Source: an optimization exercise on an open RTL-to-GDS flow (aim: small area, a short achievable clock period and few clock cycles). Production flows keep margins and buffers that such runs may drop. Only simulation tests tie the RTL to the original design; equivalence was not proved.

===== config.mk =====
export PLATFORM = sky130hd
export DESIGN_NAME = chz_hash_core
export DESIGN_NICKNAME = chz_hash_core
export VERILOG_FILES = /design/flow/design.v
export SDC_FILE = /design/flow/constraint.sdc
export NUM_CORES = 8
export LEC_CHECK = 0
export CAP_MARGIN = 20
export CORE_MARGIN = 2
export CORE_UTILIZATION = 40
export SLEW_MARGIN = 20
export SYNTH_MEMORY_MAX_BITS = 16384

===== constraint.sdc =====
create_clock -name core_clock -period 12.0 [get_ports {clk}]
set_input_delay 2.4000 -clock core_clock [delete_from_list [all_inputs] [get_ports {clk}]]
set_output_delay 2.4000 -clock core_clock [all_outputs]
set_load 0.01 [all_outputs]

===== design.v =====
module chz_hash_core (
  input  wire          clk,
  input  wire          rst,           
  input  wire          in_valid,
  output wire          in_ready,
  input  wire          in_first,      
  input  wire          in_mode,       
  input  wire [1023:0] in_block,      
  output reg           out_valid,
  output wire [383:0]  out_digest
);
  function automatic [31:0] rotr32(input [31:0] x, input integer n);
    rotr32 = (x >> n) | (x << (32 - n));
  endfunction
  function automatic [63:0] rotr64(input [63:0] x, input integer n);
    rotr64 = (x >> n) | (x << (64 - n));
  endfunction
  function automatic [63:0] big_sigma0(input m, input [63:0] x);
    reg [63:0] r5;
    reg [31:0] r2;
    r5 = rotr64(x, 28) ^ rotr64(x, 34) ^ rotr64(x, 39);
    r2 = rotr32(x[31:0], 2) ^ rotr32(x[31:0], 13) ^ rotr32(x[31:0], 22);
    big_sigma0 = {r5[63:32], m ? r5[31:0] : r2};
  endfunction
  function automatic [63:0] big_sigma1(input m, input [63:0] x);
    reg [63:0] r5;
    reg [31:0] r2;
    r5 = rotr64(x, 14) ^ rotr64(x, 18) ^ rotr64(x, 41);
    r2 = rotr32(x[31:0], 6) ^ rotr32(x[31:0], 11) ^ rotr32(x[31:0], 25);
    big_sigma1 = {r5[63:32], m ? r5[31:0] : r2};
  endfunction
  function automatic [63:0] small_sigma0(input m, input [63:0] x);
    reg [63:0] r5;
    reg [31:0] r2;
    r5 = rotr64(x, 1) ^ rotr64(x, 8) ^ (x >> 7);
    r2 = rotr32(x[31:0], 7) ^ rotr32(x[31:0], 18) ^ (x[31:0] >> 3);
    small_sigma0 = {r5[63:32], m ? r5[31:0] : r2};
  endfunction
  function automatic [63:0] small_sigma1(input m, input [63:0] x);
    reg [63:0] r5;
    reg [31:0] r2;
    r5 = rotr64(x, 19) ^ rotr64(x, 61) ^ (x >> 6);
    r2 = rotr32(x[31:0], 17) ^ rotr32(x[31:0], 19) ^ (x[31:0] >> 10);
    small_sigma1 = {r5[63:32], m ? r5[31:0] : r2};
  endfunction
  function automatic [63:0] iv(input m, input [2:0] i);
    if (m) begin
      case (i)
        3'd0: iv = 64'hcbbb9d5dc1059ed8;
        3'd1: iv = 64'h629a292a367cd507;
        3'd2: iv = 64'h9159015a3070dd17;
        3'd3: iv = 64'h152fecd8f70e5939;
        3'd4: iv = 64'h67332667ffc00b31;
        3'd5: iv = 64'h8eb44a8768581511;
        3'd6: iv = 64'hdb0c2e0d64f98fa7;
        default: iv = 64'h47b5481dbefa4fa4;
      endcase
    end else begin
      case (i)
        3'd0: iv = 64'h6a09e667;
        3'd1: iv = 64'hbb67ae85;
        3'd2: iv = 64'h3c6ef372;
        3'd3: iv = 64'ha54ff53a;
        3'd4: iv = 64'h510e527f;
        3'd5: iv = 64'h9b05688c;
        3'd6: iv = 64'h1f83d9ab;
        default: iv = 64'h5be0cd19;
      endcase
    end
  endfunction
  reg               mode;         
  reg               mode_s1;      
  reg               mode_s0n;     
  reg               mode_w;
  reg               omode;        
  reg               ldmode;       
  reg               ldfirst;      
  reg               ld;           
  reg  [3:0]        lcnt;         
  reg               rdy;          
  reg               pre;          
  reg               run;          
  reg               tail;         
  reg  [6:0]        rcnt;         
  reg  [6:0]        kcnt;         
  reg               fin3, fin2, fin1;   
  reg  [15:0][63:0] w;            
  reg  [63:0]       a, b, c, d, e, f, g, p;
  reg  [7:0][63:0]  hv;           
  reg [63:0] krom;
  always @* begin
    case (kcnt)
      7'd0: krom = 64'h428a2f98d728ae22;
      7'd1: krom = 64'h7137449123ef65cd;
      7'd2: krom = 64'hb5c0fbcfec4d3b2f;
      7'd3: krom = 64'he9b5dba58189dbbc;
      7'd4: krom = 64'h3956c25bf348b538;
      7'd5: krom = 64'h59f111f1b605d019;
      7'd6: krom = 64'h923f82a4af194f9b;
      7'd7: krom = 64'hab1c5ed5da6d8118;
      7'd8: krom = 64'hd807aa98a3030242;
      7'd9: krom = 64'h12835b0145706fbe;
      7'd10: krom = 64'h243185be4ee4b28c;
      7'd11: krom = 64'h550c7dc3d5ffb4e2;
      7'd12: krom = 64'h72be5d74f27b896f;
      7'd13: krom = 64'h80deb1fe3b1696b1;
      7'd14: krom = 64'h9bdc06a725c71235;
      7'd15: krom = 64'hc19bf174cf692694;
      7'd16: krom = 64'he49b69c19ef14ad2;
      7'd17: krom = 64'hefbe4786384f25e3;
      7'd18: krom = 64'h0fc19dc68b8cd5b5;
      7'd19: krom = 64'h240ca1cc77ac9c65;
      7'd20: krom = 64'h2de92c6f592b0275;
      7'd21: krom = 64'h4a7484aa6ea6e483;
      7'd22: krom = 64'h5cb0a9dcbd41fbd4;
      7'd23: krom = 64'h76f988da831153b5;
      7'd24: krom = 64'h983e5152ee66dfab;
      7'd25: krom = 64'ha831c66d2db43210;
      7'd26: krom = 64'hb00327c898fb213f;
      7'd27: krom = 64'hbf597fc7beef0ee4;
      7'd28: krom = 64'hc6e00bf33da88fc2;
      7'd29: krom = 64'hd5a79147930aa725;
      7'd30: krom = 64'h06ca6351e003826f;
      7'd31: krom = 64'h142929670a0e6e70;
      7'd32: krom = 64'h27b70a8546d22ffc;
      7'd33: krom = 64'h2e1b21385c26c926;
      7'd34: krom = 64'h4d2c6dfc5ac42aed;
      7'd35: krom = 64'h53380d139d95b3df;
      7'd36: krom = 64'h650a73548baf63de;
      7'd37: krom = 64'h766a0abb3c77b2a8;
      7'd38: krom = 64'h81c2c92e47edaee6;
      7'd39: krom = 64'h92722c851482353b;
      7'd40: krom = 64'ha2bfe8a14cf10364;
      7'd41: krom = 64'ha81a664bbc423001;
      7'd42: krom = 64'hc24b8b70d0f89791;
      7'd43: krom = 64'hc76c51a30654be30;
      7'd44: krom = 64'hd192e819d6ef5218;
      7'd45: krom = 64'hd69906245565a910;
      7'd46: krom = 64'hf40e35855771202a;
      7'd47: krom = 64'h106aa07032bbd1b8;
      7'd48: krom = 64'h19a4c116b8d2d0c8;
      7'd49: krom = 64'h1e376c085141ab53;
      7'd50: krom = 64'h2748774cdf8eeb99;
      7'd51: krom = 64'h34b0bcb5e19b48a8;
      7'd52: krom = 64'h391c0cb3c5c95a63;
      7'd53: krom = 64'h4ed8aa4ae3418acb;
      7'd54: krom = 64'h5b9cca4f7763e373;
      7'd55: krom = 64'h682e6ff3d6b2b8a3;
      7'd56: krom = 64'h748f82ee5defb2fc;
      7'd57: krom = 64'h78a5636f43172f60;
      7'd58: krom = 64'h84c87814a1f0ab72;
      7'd59: krom = 64'h8cc702081a6439ec;
      7'd60: krom = 64'h90befffa23631e28;
      7'd61: krom = 64'ha4506cebde82bde9;
      7'd62: krom = 64'hbef9a3f7b2c67915;
      7'd63: krom = 64'hc67178f2e372532b;
      7'd64: krom = 64'hca273eceea26619c;
      7'd65: krom = 64'hd186b8c721c0c207;
      7'd66: krom = 64'heada7dd6cde0eb1e;
      7'd67: krom = 64'hf57d4f7fee6ed178;
      7'd68: krom = 64'h06f067aa72176fba;
      7'd69: krom = 64'h0a637dc5a2c898a6;
      7'd70: krom = 64'h113f9804bef90dae;
      7'd71: krom = 64'h1b710b35131c471b;
      7'd72: krom = 64'h28db77f523047d84;
      7'd73: krom = 64'h32caab7b40c72493;
      7'd74: krom = 64'h3c9ebe0a15c9bebc;
      7'd75: krom = 64'h431d67c49c100d4c;
      7'd76: krom = 64'h4cc5d4becb3e42b6;
      7'd77: krom = 64'h597f299cfc657e2a;
      7'd78: krom = 64'h5fcb6fab3ad6faec;
      7'd79: krom = 64'h6c44198c4a475817;
      default: krom = 64'h0;
    endcase
  end
  wire [63:0] k_t = {krom[63:32], mode ? krom[31:0] : krom[63:32]};
  wire [6:0] n_m18 = mode ? 7'd62 : 7'd46;    
  wire [6:0] n_m4  = mode ? 7'd76 : 7'd60;    
  wire       can_ld   = !ld && !pre && (!run || tail);
  wire       start_ld = in_valid && can_ld;
  wire       ld_last  = ld && (lcnt == 4'd15);
  assign in_ready = rdy;
  always @(posedge clk) begin
    if (rst) begin
      ld        <= 1'b0;
      rdy       <= 1'b0;
      pre       <= 1'b0;
      run       <= 1'b0;
      tail      <= 1'b0;
      fin3      <= 1'b0;
      fin2      <= 1'b0;
      fin1      <= 1'b0;
      out_valid <= 1'b0;
    end else begin
      if (start_ld) begin
        ld      <= 1'b1;
        ldfirst <= in_first;
        ldmode  <= in_first ? in_mode : ldmode;
      end else if (ld_last) begin
        ld      <= 1'b0;
      end
      rdy <= ld && (lcnt == 4'd14);
      pre <= ld_last;
      if (pre) begin
        run  <= 1'b1;
        tail <= 1'b0;
      end else begin
        if (fin1) run <= 1'b0;
        if (run && rcnt == n_m18) tail <= 1'b1;
      end
      fin3      <= run && (rcnt == n_m4);
      fin2      <= fin3;
      fin1      <= fin2;
      out_valid <= fin1;
    end
  end
  always @(posedge clk) begin
    lcnt <= start_ld ? 4'd0 : lcnt + 4'd1;
    rcnt <= pre ? 7'd0 : rcnt + 7'd1;
    kcnt <= ld_last ? 7'd0 : kcnt + 7'd1;
    if (ld_last) begin
      mode     <= ldmode;
      mode_s0n <= !ldmode;
    end
    if (ld_last || pre) mode_s1 <= ldmode;
    if (ld_last || rdy) mode_w <= ldmode;
    if (fin1)    omode <= mode;
  end
  wire [7:0][63:0] y;
  genvar gi;
  generate
    for (gi = 0; gi < 8; gi = gi + 1) begin : g_y
      assign y[gi] = ldfirst ? iv(ldmode, gi) : hv[gi];
    end
  endgenerate
  wire [63:0] ld_word = {in_block[1023 - 64*lcnt -: 32],
                         ldmode ? in_block[991 - 64*lcnt -: 32] : in_block[511 - 32*lcnt -: 32]};
  function automatic [127:0] csa(input [63:0] x, input [63:0] y, input [63:0] z);
    csa = {((x & y) | (x & z) | (y & z)) << 1, x ^ y ^ z};
  endfunction
  wire [127:0] wc1   = csa(w[0], w[9], small_sigma0(mode_w, w[1]));
  wire [127:0] wc2   = csa(wc1[63:0], wc1[127:64], small_sigma1(mode_w, w[14]));
  wire [63:0]  w_new = wc2[63:0] + wc2[127:64];
  wire [63:0] s1 = big_sigma1(mode_s1, e);
  wire [63:0] ch = (e & f) ^ (~e & g);
  wire [63:0] s0 = big_sigma0(!mode_s0n, a);
  wire [63:0] mj = (a & b) ^ (a & c) ^ (b & c);
  wire [63:0] x0 = fin1 ? hv[0] : 64'h0;
  wire [63:0] x4 = fin1 ? hv[4] : 64'h0;
  wire [127:0] ac1 = csa(p, x0, mj);
  wire [127:0] ac2 = csa(s1, ch, s0);
  wire [127:0] ac3 = csa(ac1[63:0], ac1[127:64], ac2[63:0]);
  wire [127:0] ac4 = csa(ac3[63:0], ac3[127:64], ac2[127:64]);
  wire [63:0]  sum_a = ac4[63:0] + ac4[127:64];
  wire [127:0] ec1 = csa(p, d, x4);
  wire [127:0] ec2 = csa(ec1[63:0], ec1[127:64], ch);
  wire [127:0] ec3 = csa(ec2[63:0], ec2[127:64], s1);
  wire [63:0]  sum_e = ec3[63:0] + ec3[127:64];
  wire [127:0] pc1   = csa(pre ? y[7] : g, k_t, w[0]);
  wire [63:0]  p_new = pc1[63:0] + pc1[127:64];
  wire [63:0] ha   = fin3 ? hv[3] : (fin2 ? hv[2] : hv[1]);
  wire [63:0] he   = fin3 ? hv[7] : (fin2 ? hv[6] : hv[5]);
  wire [63:0] sa_h = a + ha;
  wire [63:0] se_h = e + he;
  integer i;
  always @(posedge clk) begin
    for (i = 0; i < 15; i = i + 1)
      w[i] <= w[i+1];
    w[15] <= ld ? ld_word : w_new;
    a <= pre ? y[0] : sum_a;
    b <= pre ? y[1] : a;
    c <= pre ? y[2] : b;
    d <= pre ? y[3] : c;
    e <= pre ? y[4] : sum_e;
    f <= pre ? y[5] : e;
    g <= pre ? y[6] : f;
    p <= p_new;
    if (pre && ldfirst) begin
      for (i = 0; i < 8; i = i + 1)
        hv[i] <= iv(ldmode, i[2:0]);
    end
    if (fin3) begin
      hv[3] <= sa_h;
      hv[7] <= se_h;
    end
    if (fin2) begin
      hv[2] <= sa_h;
      hv[6] <= se_h;
    end
    if (fin1) begin
      hv[1] <= sa_h;
      hv[5] <= se_h;
      hv[0] <= sum_a;
      hv[4] <= sum_e;
    end
  end
  assign out_digest = omode ? {hv[0], hv[1], hv[2], hv[3], hv[4], hv[5]}
                            : {128'h0, hv[0][31:0], hv[1][31:0], hv[2][31:0], hv[3][31:0],
                               hv[4][31:0], hv[5][31:0], hv[6][31:0], hv[7][31:0]};
endmodule

===== run.sh =====
#!/bin/bash
# synth_recipe.tcl (not shown) runs the flow's synth.tcl, then flattens the netlist and writes it again
# the make line also repeats each setting of config.mk as NAME=value (left out here)
make -C /OpenROAD-flow-scripts/flow DESIGN_CONFIG=/design/flow/config.mk WORK_HOME=/design/flow/orfs CLKGATE_MAP_FILE= SYNTH_SCRIPT=/design/flow/synth_recipe.tcl finish

==> results of run 1 <==
## final cells by class
type                            instances  area (µm²)  share of cell area [%]
Clock inverter                        125        1380                   0.860
Tap cell                             4366        5460                    3.42
Antenna cell                          242         606                   0.379
Inverter                              972        3660                    2.29
Sequential cell                      2146       48200                    30.1
Clock buffer                          300        6410                    4.01
Multi-Input combinational cell      10100       77400                    48.4
Timing Repair Buffer                 1721       16700                    10.5
## metal layers
metal / routed length [µm] / share of wire [%] / track usage, % / vias up
li1: - / - / - / 51600
met1: 287000 / 34 / 52.4 / 61500
met2: 365000 / 44 / 72.5 / 8306
met3: 78400 / 9.4 / 12.7 / 2596
met4: 101000 / 12 / 49.8 / 42
met5: 283 / 0.034 / 0 / -
## per-stage QoR
step                      utilization, %  std cells  hold slack [ps]  worst slack, ps
final                               48.3      20000              169             4030
after global routing                48.2      19900              179             3890
after CTS                           48.1      19700              166             4410
after detailed placement            45.8      19300              312             4430
after global placement              45.7      19300              310             4490
after floorplan                        -      14300              310             4620
## cells by family after synthesis
family          after synthesis
simple gates               3699
flops                      2146
buf+inv                    2101
mux                         696
compound gates             3545
fa+ha+maj                  1091
xor+xnor                   1071
## synthesized netlist by cell type (332+ instances only)
cell type and number:
a21o_1 394, a21oi_1 695, a31oi_1 394, and2_1 352, clkbuf_1 943, dfxtp_1 1627
edfxtp_1 519, fa_1 635, ha_1 403, inv_1 965, nand2_1 1528, nand2b_1 334
nor2_1 813, o21ai_0 796, xnor2_1 738, xor2_1 332
## critical path, delay by kind of cell, from the launching register on
kind            cells  cell delay, ps
simple gates        2             190
xor+xnor            3             490
flops               1             740
buf+inv             2             250
fa+ha+maj           5            2350
compound gates     10            3670
## path summary, 6_finish.rpt
kind             to    from  cells past startpoint
max          hv[56]   e[13]                     22
min          w[237]  w[301]                      0
max reg2reg  hv[56]   e[13]                     22
min reg2reg  w[237]  w[301]                      0
## state kept, by name, indices dropped and copies added, names as in the netlist, 64 cells and up
| register | flops |
|---|---|
| w | 1024 |
| hv | 512 |
| a | 64 |
| b | 64 |
| c | 64 |
| d | 64 |
| e | 64 |
| f | 64 |
| g | 64 |
| krom | 64 |
| p | 64 |
==> flow_summary.toml, run 1 <==
[yosys]
synth_top_family_by_area = "compound AO/OA/AOI/OAI gates"
avgSynthCellArea_um2 = 9.28
synth-simple-area-share_pct = 12.7
async_flop_share_pct = 0
muxShareOfSynthArea_pct = 6.86
synth_adder_area_share_pct = 13.7
ys_seq_area_share_pct = 36.2
synthXorXnorAreaFrac_pct = 7.06
synth_area_mm2 = 0.133
synth.largest_area_cell = "dfxtp_1"
synthTopCellsByArea = "dfxtp_1 (24%), edfxtp_1 (12%), fa_1 (9.5%)"
yosysWarnings = 1
synthFlopType = "dfxtp_1"
synth_seq_cells = 2146
synth_compound_area_share_pct = 17.5
yosysUniqueCellTypes = 109
synth_nets = 16400
syn_inst = 14300
synth.top_cell.area_share_pct = 24.5
synth_edf_count = 519

[detailed_routing]
ant_nets = 0
drt_iter0_markers = 15600
viasPerCell = 6.21
firstDrtPassIters = 7
drc = 0
wl_per_cell_um = 41.6
routed-via-count = 124000
finalWirelength_um = 831000

[timing]
rsz0062_at_grt = "no"
setup_tns_ps = 0
period_needed_ps = 7970
maxSlewHeadroom_pct = 9.09
skew_ps = 162
drv_slew = 0
max_freq_ghz = 0.126
setup_violations = 0
timing_worst_slew_pin_value_ps = 1360
hold_viol = 0
finalCritPeriodShare_pct = 66.4

[placed_design]
hpwlAfterDp_um = 671000
placedInstanceArea_mm2 = 0.151
gp_congestion = 1.08
portBuffers = 1414

[layout]
area_growth_pct = 20.0
final_nets = 17200
layout_commonest_cell = "dfxtp_1"
design_area_mm2 = 0.160
drive_above_1_share_pct = 8.32
fillCellCount = 31900
layout_common_cells = "dfxtp_1 (1620), nand2_1 (1514), clkdlybuf4s50_1 (1414), inv_1 (964), nor2_1 (802)"

[clocking]
cts_buffers = 230
root_buffer = "clkbuf_16"
cts_tree = "yes"
cts.clk_slew.worst_paths_ps = 60
cts_setup_buffers = 0
hold_buffers = 0
htreeDepth = 4
clockBufferDepth = 4
ctsResizeCount = 0
cts.sinks = 2146
clkLatencyLatePin_ps = 1030

[worst_setup_path]
path_cells = "xor2_1 -> xnor2_1 -> nor2_1 -> a21oi_1 -> fa_1 -> fa_1 -> inv_1 -> fa_1 -> ha_1 -> fa_1 -> a211oi_1 -> o41ai_2 -> a31oi_1 -> nor4b_2 -> buf_4 -> o211ai_1 -> a31oi_1 -> o21ai_1 -> o21ai_1 -> a31oi_1 -> xnor2_1 -> a21o_1"
arrival_ps = 8660
startpoint_type = "register"
path_max_fanout = 10
slowest_stage = "a21oi_1"
cp.required_ps = 12690
critPathCaptureType = "register"
cp_common_cell = "fa_1"
slowest_delay_ps = 1000
ff2ff_setup_slack_ps = 4030
worstSetupPathType = "register to register"

[hold_path]
hold_class = "register to register"

[die]
fp.dieW_um = 581
die_area_mm2 = 0.338
coreArea_mm2 = 0.331
rows = 211
ioPinCount = 1415
initial_core_util_pct = 40.3
die_y_um = 581

[global_routing]
grt_usage_pct = 47.7
grt_overflow_total = 0
grt_pass1_vias = 118000
antenna_found_initial = 232
grt_max_degree = 193
grt_pass1_wl_um = 1090000

[run_status]
status = "timing/DRC/antenna clean"

[run]
cap_violations = 0
Testbench counts, summed over its fixed seeds: cycles 57,478.
==> run 2, diff against run 1 <==
--- a/config.mk
+++ b/config.mk
@@ -8,5 +8,6 @@
 export CAP_MARGIN = 20
 export CORE_MARGIN = 2
 export CORE_UTILIZATION = 40
+export SETUP_SLACK_MARGIN = 5
 export SLEW_MARGIN = 20
 export SYNTH_MEMORY_MAX_BITS = 16384
==> flow_summary.toml, run 2 <==
[run_status]
status = "timing/DRC/antenna clean"

[layout]
final_util_pct = 48.3
largest_register = "w"
layout_commonest_cell = "dfxtp_1"
final_nets = 17200
fillCellCount = 31800
area_growth_pct = 20.0
seq_area_mm2 = 0.0482
multi_input_area_mm2 = 0.0775
top_regs = "w (1024), hv (512)"
drive_above_1_share_pct = 8.31
largest_reg_flops = 1024
layout_common_cells = "dfxtp_1 (1609), nand2_1 (1514), clkdlybuf4s50_1 (1413), inv_1 (964), nor2_1 (800)"

[detailed_routing]
ant_nets = 0
firstDrtPassIters = 8
drc = 0
wl_per_cell_um = 40.6
drt_iter0_markers = 15600
finalWirelength_um = 809000
viasPerCell = 6.16
routed-via-count = 123000

[yosys]
async_flop_share_pct = 0
synth_nets = 16400
avgSynthCellArea_um2 = 9.28
yosysWarnings = 1
synth_edf_count = 519
synth_seq_cells = 2146
yosysUniqueCellTypes = 109
synthTopCellsByArea = "dfxtp_1 (24%), edfxtp_1 (12%), fa_1 (9.5%)"
ys_seq_area_share_pct = 36.2
syn_inst = 14300
synth.largest_area_cell = "dfxtp_1"
synthFlopType = "dfxtp_1"
synth_area_mm2 = 0.133
synth.most_common_cell = "dfxtp_1"
yosys-top-cells-count = "dfxtp_1 (1627), nand2_1 (1528), inv_1 (965), clkbuf_1 (943), nor2_1 (813)"
synth.top_cell.area_share_pct = 24.5

[die]
coreArea_mm2 = 0.331
initial_core_util_pct = 40.3
rows = 211
die_area_mm2 = 0.338
ioPinCount = 1415
die_y_um = 581
fp.dieW_um = 581

[worst_setup_path]
arrival_ps = 7720
startpoint_type = "register"
slowest_stage = "a31oi_1"
cp.required_ps = 12720
path_max_fanout = 95
slowest_delay_ps = 870
worst-path-stages = 17
path_cells = "buf_4 -> nand2_8 -> buf_12 -> buf_4 -> a31oi_1 -> fa_1 -> ha_1 -> nand2_1 -> a21oi_1 -> a221o_1 -> inv_1 -> a21boi_1 -> o21ai_1 -> o21ai_0 -> nand3_1 -> o21ai_0 -> xor2_1"
reg2reg_depth = 17
critPathCaptureType = "register"
crit_buf_inv = 4
worstSetupPathType = "register to register"
cp_top_family = "compound AO/OA/AOI/OAI gates"

[clocking]
clkLatencyLatePin_ps = 990
cts.sinks = 2146
cts.clk_slew.worst_paths_ps = 70
hold_buffers = 0
htreeDepth = 4
clockBufferDepth = 4
root_buffer = "clkbuf_16"
cts_tree = "yes"
cts_buffers = 229

[timing]
finalCritPeriodShare_pct = 58.4
setup_ws_ps = 5000
setup_violations = 0
drv_slew = 0
skew_ps = 98.0
timing_worst_slew_pin_value_ps = 1340
hold_viol = 0
setup_tns_ps = 0
rsz0062_at_grt = "yes"
max_freq_ghz = 0.143
maxSlewHeadroom_pct = 11.0
period_needed_ps = 7000

[global_routing]
grt_pass1_vias = 117000
grt_pass1_wl_um = 1060000
grt_usage_pct = 46.3
antenna_found_initial = 208
grt_max_degree = 202
grt_overflow_total = 0

[placed_design]
gp_congestion = 1.10
portBuffers = 1414
hpwlAfterDp_um = 653000
pre_cts_ws_ps = 4610

[hold_path]
hold_class = "register to register"
hold_path_depth = 0

[run]
cap_violations = 0
==> run 2: changes by cell type in the layout (fill, tap and decap cells not counted), moves of 5 or more <==
cell	change
o21ai_0	-5
dfxtp_2	+11
clkinvlp_4	-9
buf_12	-5
dfxtp_1	-11
clkbuf_1	+5
buf_4	-33
clkbuf_8	+16
==> run 2: cell type report <==
class / count / area share (%)
multi-input cells: 10100 / 48.5
clock inverters: 104 / 0.737
clock buffers: 324 / 4.21
repair buffers: 1686 / 10.3
flip-flops and latches: 2146 / 30.1
well taps: 4366 / 3.42
inverters: 972 / 2.29
diodes: 239 / 0.374
==> run 2: worst paths after layout <==
check	start	to	slack (ps)
max	ldfirst	p[30]	5000
min	w[314]	w[250]	230
max reg2reg	ldfirst	p[30]	5000
min reg2reg	w[314]	w[250]	230
==> run 2: logic make-up after synthesis <==
| logic type | synth area share, % |
|---|---|
| compound gates | 17.5 |
| buf+inv | 6.06 |
| fa+ha+maj | 13.7 |
| xor+xnor | 7.06 |
| mux | 6.86 |
| flops | 36.2 |
| simple gates | 12.7 |
==> run 2: worst register-to-register path, stage by stage, from the launching register on <==
cell,delay [ps]
edfxtp_1,320
buf_4,430
nand2_8,400
buf_12,380
buf_4,700
a31oi_1,890
fa_1,560
ha_1,430
nand2_1,80
a21oi_1,150
a221o_1,170
inv_1,50
a21boi_1,410
o21ai_1,210
o21ai_0,370
nand3_1,190
o21ai_0,230
xor2_1,790
==> run 2: stage by stage <==
step           instances  hold WS, ps  area (µm²)
6_report           19900          235      160000
5_1_grt            19900          251      160000
4_1_cts            19700          223      159000
3_5_place_dp       19300          312      151000
3_3_place_gp       19300          310      151000
2_1_floorplan      14300          310      133000
==> run 2: layer usage <==
| metal | global-route usage, % | vias up | part of all wire (%) | wire, µm |
|---|---|---|---|---|
| met1 | 51.7 | 61000 | 35 | 282000 |
| met3 | 12.5 | 2293 | 9.5 | 77100 |
| met2 | 70.7 | 7840 | 44 | 355000 |
| li1 | - | 51500 | - | - |
| met4 | 45.8 | 54 | 12 | 94600 |
| met5 | 0 | - | 0.048 | 386 |
==> run 2: what timing repair did <==
item	CTS	global route
resized for setup	14	32
gates cloned	0	1
setup endpoints to repair	35	63
buffers inserted	0	1
pin swaps	0	0

## separate check: timing with driven ports
No port has a modelled driver above. Below, the same layouts with a new extraction and two added sets of constraints.
Step 1, drivers: a clkbuf_16 drives clk and a buf_2 each remaining input, both assumed.
Step 2 moves the port delays by t, midway between the first and last clock arrival at a register: inputs arrive t later, outputs are due t later. That takes back most of the time a late clock gives input paths.
Three values: ideal, step 1, step 2; two values: the first two.
run	t (ns)	slack for setup (ns)	latest minus earliest clock arrival (ns)	worst slew at a driven data input, ns
run 1	1.062	4.034 / 4.034 / 4.034	0.163 / 0.163	0.79
run 2	1.044	4.997 / 4.997 / 4.997	0.103 / 0.103	0.77
After both steps setup and hold are still met in every run listed.
